What follows belongs to an exercise in optimizing a design on an open flow for small area and a short achievable clock period; a production flow would make more cautious choices. Only simulation tests tie the RTL to the original design; equivalence was not proved. Power and IR drop assume default switching activity.

== run 1 ==
==> flow/design.v <==
module egress_arb (
    input  wire        clk,
    input  wire        rst,           
    input  wire [15:0] req,           
    input  wire [15:0] fits,          
    input  wire [79:0] flits,         
    input  wire        map_we,        
    input  wire [3:0]  map_idx,
    input  wire [3:0]  map_val,
    input  wire        commit,        
    input  wire [15:0] clr,           
    output wire        gnt,           
    output wire [3:0]  gnt_idx,       
    output reg  [3:0]  last_win,      
    output wire        busy,          
    output wire [15:0] in_backoff,
    output wire [15:0] capped,        
    output wire [63:0] act_map        
);
    localparam integer KB = 7;        
    reg  [3:0]  map_sh  [0:15];
    reg  [3:0]  map_act [0:15];
    reg  [13:0] lf      [0:15];       
    reg  [15:0] inbo;                 
    reg  [15:0] cf;                   
    reg  [12:0] age     [0:15];       
    reg         p1, p2, p3, p4, p5;   
    reg  [15:0] parts;                
    reg  [15:0] sel;                  
    reg  [3:0]  win;
    reg  [3:0]  win_in;
    reg  [4:0]  scnt;                 
    reg  [1:0]  ssub;
    reg         busy_r;
    reg         cmt_pend;
    wire [15:0] present = req & fits & ~inbo;
    genvar g;
    generate
        for (g = 0; g < 16; g = g + 1) begin : g_map
            assign act_map[4*g +: 4] = map_act[g];
        end
    endgenerate
    assign in_backoff = inbo;
    assign gnt     = p5;
    assign gnt_idx = win;
    assign busy    = busy_r;
    wire idle     = ~(p1 | p2 | p3 | p4 | p5);
    wire any_pres = |present;
    wire open_now = idle & ~busy_r & any_pres;
    reg [15:0] ca;
    reg [3:0]  a_in;
    reg        anyb;
    always @(*) begin
        ca = parts;
        for (ba = 3; ba >= 0; ba = ba - 1) begin
            anyb = 1'b0;
            for (ia = 0; ia < 16; ia = ia + 1)
                anyb = anyb | (ca[ia] & map_act[ia][ba]);
            a_in[ba] = anyb;
            for (ia = 0; ia < 16; ia = ia + 1)
                ca[ia] = ca[ia] & (map_act[ia][ba] | ~anyb);
        end
        for (ba = 12; ba >= KB; ba = ba - 1) begin
            anyb = 1'b0;
            for (ia = 0; ia < 16; ia = ia + 1)
                anyb = anyb | (ca[ia] & age[ia][ba]);
            for (ia = 0; ia < 16; ia = ia + 1)
                ca[ia] = ca[ia] & (age[ia][ba] | ~anyb);
        end
    end
    reg [15:0] cb;
    reg [15:0] wb;
    reg [3:0]  wi;
    reg        anyz, anyc, taken;
    reg [15:0] lowz;
    always @(*) begin
        cb = sel;
        for (ib = 0; ib < 16; ib = ib + 1)
            lowz[ib] = (age[ib][KB-1:0] == {KB{1'b0}});
        anyz = 1'b0;
        for (ib = 0; ib < 16; ib = ib + 1)
            anyz = anyz | (cb[ib] & lowz[ib]);
        for (ib = 0; ib < 16; ib = ib + 1)
            cb[ib] = cb[ib] & (lowz[ib] | ~anyz);
        for (bb = KB - 1; bb >= 0; bb = bb - 1) begin
            anyc = 1'b0;
            for (ib = 0; ib < 16; ib = ib + 1)
                anyc = anyc | (cb[ib] & age[ib][bb]);
            for (ib = 0; ib < 16; ib = ib + 1)
                cb[ib] = cb[ib] & (age[ib][bb] | ~anyc);
        end
        taken = 1'b0;
        wb = 16'd0;
        wi = 4'd0;
        for (ib = 0; ib < 16; ib = ib + 1) begin
            wb[ib] = cb[ib] & ~taken;
            if (cb[ib] & ~taken) wi = ib[3:0];
            taken = taken | cb[ib];
        end
    end
    reg [4:0] win_flits;
    integer iw, ia, ba, ib, bb;
    always @(*) begin
        win_flits = 5'd0;
        for (iw = 0; iw < 16; iw = iw + 1)
            win_flits = win_flits | (flits[5*iw +: 5] & {5{sel[iw]}});
    end
    wire scnt_gt2 = (scnt[4] | scnt[3] | scnt[2] | (scnt[1] & scnt[0]));
    wire cmt_any   = commit | cmt_pend;
    wire cmt_apply = cmt_any & idle & ~open_now;
    always @(posedge clk) begin
        if (rst) begin
            p1       <= 1'b0;
            p2       <= 1'b0;
            p3       <= 1'b0;
            p4       <= 1'b0;
            p5       <= 1'b0;
            scnt     <= 5'd0;
            ssub     <= 2'd0;
            busy_r   <= 1'b0;
            cmt_pend <= 1'b0;
            last_win <= 4'd0;
        end else begin
            p1 <= open_now;
            p2 <= p1;
            p3 <= p2 & any_pres;
            p4 <= p3;
            p5 <= p4;
            if (p5)
                last_win <= win_in;
            busy_r <= p4 | p5 | ssub[1] | scnt_gt2;
            if (p5) begin
                ssub <= 2'd2;
                scnt <= win_flits;
            end else if (ssub != 2'd0) begin
                ssub <= ssub - 2'd1;
            end else if (scnt_gt2) begin
                ssub <= 2'd2;
                scnt <= scnt - 5'd2;
            end
            cmt_pend <= cmt_any & ~cmt_apply;
        end
        if (p2)
            parts <= present;
        if (p3) begin
            sel    <= ca;
            win_in <= a_in;
        end
        if (p4) begin
            sel <= wb;
            win <= wi;
        end
    end
    wire [3:0] val_d1 = map_val | {4{rst}};
    wire [3:0] val_d0 = map_val & {4{~rst}};
    reg [3:0]  sh_n, sh_d;
    reg [13:0] lf_n;
    reg [13:0] lf_lo;
    reg        kill, lose;
    integer i, b;
    always @(posedge clk) begin
        for (i = 0; i < 16; i = i + 1) begin
            for (b = 0; b < 4; b = b + 1)
                sh_d[b] = (((i < 8) ? 4'd12 : i - 8) >> b) & 1 ? val_d1[b] : val_d0[b];
            sh_n = (rst || (map_we && map_idx == i[3:0])) ? sh_d : map_sh[i];
            map_sh[i] <= sh_n;
            if (rst || cmt_apply)
                map_act[i] <= sh_n;
            if (rst || !req[i] || (p5 && sel[i]))
                age[i] <= 13'd0;
            else
                age[i] <= age[i] + {12'd0, ~age[i][12]};
            kill  = rst | clr[i] | (p5 & sel[i]);
            lose  = p5 & parts[i] & ~sel[i];
            lf_lo = {1'b0, lf[i][12:0]} + {13'd0, lose | inbo[i]};
            lf_n  = {lf[i][13] | lf_lo[13], lf_lo[12:0]};
            if (kill) begin
                lf[i]   <= 14'd16;
                inbo[i] <= 1'b0;
                cf[i]   <= 1'b0;
            end else begin
                lf[i]   <= lf_n;
                inbo[i] <= lose | (inbo[i] & (lf[i][13] ? ~lf_lo[13] :
                                              |(lf[i][12:0] & lf_lo[12:0])));
                cf[i]   <= cf[i] | (lose & lf[i][13]);
            end
        end
    end
    reg [3:0]  cap_lo [0:15];
    reg [3:0]  cap_hi [0:15];
    reg [15:0] capped_r;
    integer ic, ac, bc;
    always @(*) begin
        for (ic = 0; ic < 16; ic = ic + 1)
            for (ac = 0; ac < 4; ac = ac + 1) begin
                cap_lo[ic][ac] = cf[ic] & (map_act[ic][1:0] == ac[1:0]);
                cap_hi[ic][ac] = (map_act[ic][3:2] == ac[1:0]);
            end
        for (bc = 0; bc < 4; bc = bc + 1)
            for (ac = 0; ac < 4; ac = ac + 1) begin
                capped_r[4*bc+ac] = 1'b0;
                for (ic = 0; ic < 16; ic = ic + 1)
                    capped_r[4*bc+ac] = capped_r[4*bc+ac] |
                                        (cap_lo[ic][ac] & cap_hi[ic][bc]);
            end
    end
    assign capped = capped_r;
endmodule
Settings: LEC_CHECK=0, CAP_MARGIN=20, CORE_MARGIN=2, CORE_UTILIZATION=55, SLEW_MARGIN=20; clock period 42.0 ns.
standard.sh (not shown) runs the stock make flow with config.mk's settings and CLKGATE_MAP_FILE= SYNTH_SCRIPT=/design/flow/synth_recipe.tcl, a recipe that flattens the netlist after the stock synthesis.
==> flow/flow/run.sh <==
#!/bin/bash
# Standard ORFS layout, with the combinational logic of the standard
# synthesis re-mapped by ABC for area (registers kept as synthesized), and
# small port buffers, timing repair aimed near the clock period the
# CAPPED outputs set, and a clock tree with larger sink clusters. Each tool's output goes to a log in this folder.
set -euo pipefail
W=$PWD
R=$W/orfs/results/$FLOW_PLATFORM/egress_arb/base
LIB=$FLOW_HOME/platforms/$FLOW_PLATFORM/lib/sky130_fd_sc_hd__tt_025C_1v80.lib
YOSYS=$FLOW_HOME/../tools/install/yosys/bin/yosys
[ -x "$YOSYS" ] || YOSYS=yosys

# 1. the standard synthesis, unchanged
bash standard.sh synth > $W/log_1_synth.txt 2>&1

# 2. re-map its combinational logic; registers stay as they are
python3 flow/mkmap.py $LIB $W/cells_map.v > $W/log_2_mkmap.txt 2>&1
cp $R/1_2_yosys.v $W/std_1_2_yosys.v
DU=""
for c in sky130_fd_sc_hd__probe_p_8 sky130_fd_sc_hd__probec_p_8 sky130_fd_sc_hd__lpflow_*; do
  DU="$DU -dont_use $c"
done
$YOSYS -p "read_liberty -lib $LIB; read_verilog $W/std_1_2_yosys.v; hierarchy -top $FLOW_TOP; \
  techmap -map $W/cells_map.v; techmap; opt -purge; \
  abc -liberty $LIB $DU -script $W/flow/area.abc; opt_clean -purge; \
  hilomap -singleton -hicell sky130_fd_sc_hd__conb_1 HI -locell sky130_fd_sc_hd__conb_1 LO; \
  insbuf -buf sky130_fd_sc_hd__buf_4 A X; splitnets; opt_clean -purge; \
  write_verilog -noattr -noexpr -nohex -nodec $W/resyn_1_2_yosys.v; stat -liberty $LIB" \
  > $W/log_3_resyn.txt 2>&1
cp $W/resyn_1_2_yosys.v $R/1_2_yosys.v
rm -f $R/1_synth.odb $R/1_synth.sdc

# 3. the rest of the standard layout
bash standard.sh finish "BUFFER_PORTS_ARGS=-buffer_cell sky130_fd_sc_hd__buf_2" \
  SETUP_SLACK_MARGIN=31.0 \
  "CTS_ARGS=-sink_clustering_enable -repair_clock_nets -sink_clustering_size 26 -sink_clustering_max_diameter 100 -dont_use_dummy_load" \
  > $W/log_4_layout.txt 2>&1
==> flow/flow/area.abc <==
strash
&get -n
&fraig -x
&put
scorr
dc2
strash
&get -n
&deepsyn -T 200
&put
strash
&get -n
&dch -f
&nf -R 1000
&put
Other scripts of this flow, unchanged in this note and not shown: flow/flow/mkmap.py
Run 1 was carried through to the last stage, and its layout satisfied the timing, DRC and antenna checks.
Changes in run 2 relative to run 1:
Settings: swapping 55 for 50 in CORE_UTILIZATION.
-- flow/flow/run.sh --
<<< run 1, line 33
# 3. the rest of the standard layout
bash standard.sh finish "BUFFER_PORTS_ARGS=-buffer_cell sky130_fd_sc_hd__buf_2" \
  SETUP_SLACK_MARGIN=31.0 \
  "CTS_ARGS=-sink_clustering_enable -repair_clock_nets -sink_clustering_size 26 -sink_clustering_max_diameter 100 -dont_use_dummy_load" \
  > $W/log_4_layout.txt 2>&1
>>> run 2, line 33
# 3. the rest of the standard layout
bash standard.sh finish "BUFFER_PORTS_ARGS=-buffer_cell sky130_fd_sc_hd__buf_2" \
  SETUP_SLACK_MARGIN=30.6 \
  "CTS_ARGS=-sink_clustering_enable -repair_clock_nets -sink_clustering_size 26 -sink_clustering_max_diameter 100 -dont_use_dummy_load" \
  > $W/log_4_layout.txt 2>&1
Notes after the runs:
- The non-clock buffer count in run 2 is 0.70 times that in run 1.
- Of run 2 and run 1, run 1 shows the lower count of H-tree levels built during CTS, with run 2 above it.
- Run 2 reports a higher core box area than run 1 does.
- On power: between run 2 and run 1, it ends up lower for run 2.
- Final critical delay including setup and external delays for run 2 is higher than for run 1.
- Summary of run 2 over run 1: core occupancy in the finished layout now smaller, multi-input gate share of total cell area now larger, antenna diode instance count now smaller, detailed-route wire length on metal 1 grew by 0.82%, sequential share of layout area went up by 1.2 points.
- Comparing run 2 and run 1, synthesized cell area is higher on run 2.
Here is what was changed in the inputs of run 3 compared with run 2.
Settings: swapping 50 for 40 in CORE_UTILIZATION.
-- flow/flow/run.sh --
<<< run 2, line 33
# 3. the rest of the standard layout
bash standard.sh finish "BUFFER_PORTS_ARGS=-buffer_cell sky130_fd_sc_hd__buf_2" \
  SETUP_SLACK_MARGIN=30.6 \
  "CTS_ARGS=-sink_clustering_enable -repair_clock_nets -sink_clustering_size 26 -sink_clustering_max_diameter 100 -dont_use_dummy_load" \
  > $W/log_4_layout.txt 2>&1
>>> run 3, line 33
# 3. the rest of the standard layout
bash standard.sh finish "BUFFER_PORTS_ARGS=-buffer_cell sky130_fd_sc_hd__buf_2" \
  SETUP_SLACK_MARGIN=31.0 \
  "CTS_ARGS=-sink_clustering_enable -repair_clock_nets -sink_clustering_size 26 -sink_clustering_max_diameter 100 -dont_use_dummy_load" \
  > $W/log_4_layout.txt 2>&1
==> flow/flow/area.abc <==
strash
&get -n
&fraig -x
&put
scorr
dc2
strash
&get -n
&dch -f
&nf -R 1000
&put
--- outcome ---
Compared with run 2, in run 3 die area went up about 27%; maximum operating frequency went up about 3.3%; final cell count went up about 10%; sequential power went down 5.9%; worst hold slack went up 0.040 ns.
In the metrics for run 2 and run 3, the one carrying the higher number of nets in the layout is run 3.
Run comparison: run 3 commonest non-fill, non-tap cell in the layout sky130_fd_sc_hd__nor2_1; run 2 commonest non-fill, non-tap cell in the layout sky130_fd_sc_hd__dfxtp_1
Taking run 2 as the reference, in run 3 number of cells after detailed placement went up 368, fraction of cell area in non-clock buffers went up 1.9 points, worst reg-to-reg path cell count went down 2, design area went up 5.6%.
The inputs of run 4 differ from those of run 3 as listed below.
Settings: a change of CORE_UTILIZATION from 40 to 50.
==> flow/flow/area.abc <==
strash
&get -n
&fraig -x
&put
scorr
dc2
strash
&get -n
&deepsyn -T 200
&put
strash
&get -n
&dch -f
&nf -R 1000
&put
--- outcome ---
Non-clock inverter total of the final layout, run 4 and run 3, higher one = run 4. Summary — total of cells resized after clock tree synthesis, run 4 relative to run 3: lower, by 15%. Summary of run 4 over run 3: number of filler cells placed in the layout shrank by 2334, post-CTS setup buffer count dropped about 50%, global-route wire length before repair shows a reduction of 10%. Looking at timing startpoint of the critical path, the map_act[14][3] result is from run 3; the map_act[4][3] one comes from run 4.

## static timing again, ports no longer ideal
The flow's constraints put no driver on any port. The routed layouts listed below were extracted and timed again, unchanged, in two steps.
Step 1: set_driving_cell puts a clkbuf_16 on clk and a buf_2 on each other input, an assumption about the parent block.
Step 2 times the ports against the registers' clock, not the clock port: input delays grow and output delays shrink by t, the midpoint of the rising clock arrivals with the driver on.
Three values: ideal, step 1, step 2; two values: the first two.
| run | shift t [ns] | setup slack, ns | worst hold slack (ns) | clock arrival spread, ns | worst register clock-pin slew, ns |
|---|---|---|---|---|---|
| run 1 | 0.694 | 30.801 / 30.733 / 30.632 | 0.448 / 0.448 / 0.448 | 0.060 / 0.060 | 0.12 / 0.12 |
| run 2 | 0.634 | 30.515 / 30.448 / 30.819 | 0.425 / 0.425 / 0.425 | 0.080 / 0.080 | 0.11 / 0.11 |
| run 3 | 0.633 | 30.887 / 30.818 / 30.661 | 0.465 / 0.465 / 0.465 | 0.085 / 0.085 | 0.10 / 0.10 |
| run 4 | 0.696 | 30.907 / 30.837 / 30.793 | 0.442 / 0.442 / 0.442 | 0.045 / 0.045 | 0.11 / 0.11 |
After both steps setup and hold are still met in every run listed. For run 3, which loses most, drivers alone change the setup slack by -0.069 ns; drivers and shift together by -0.226 ns.
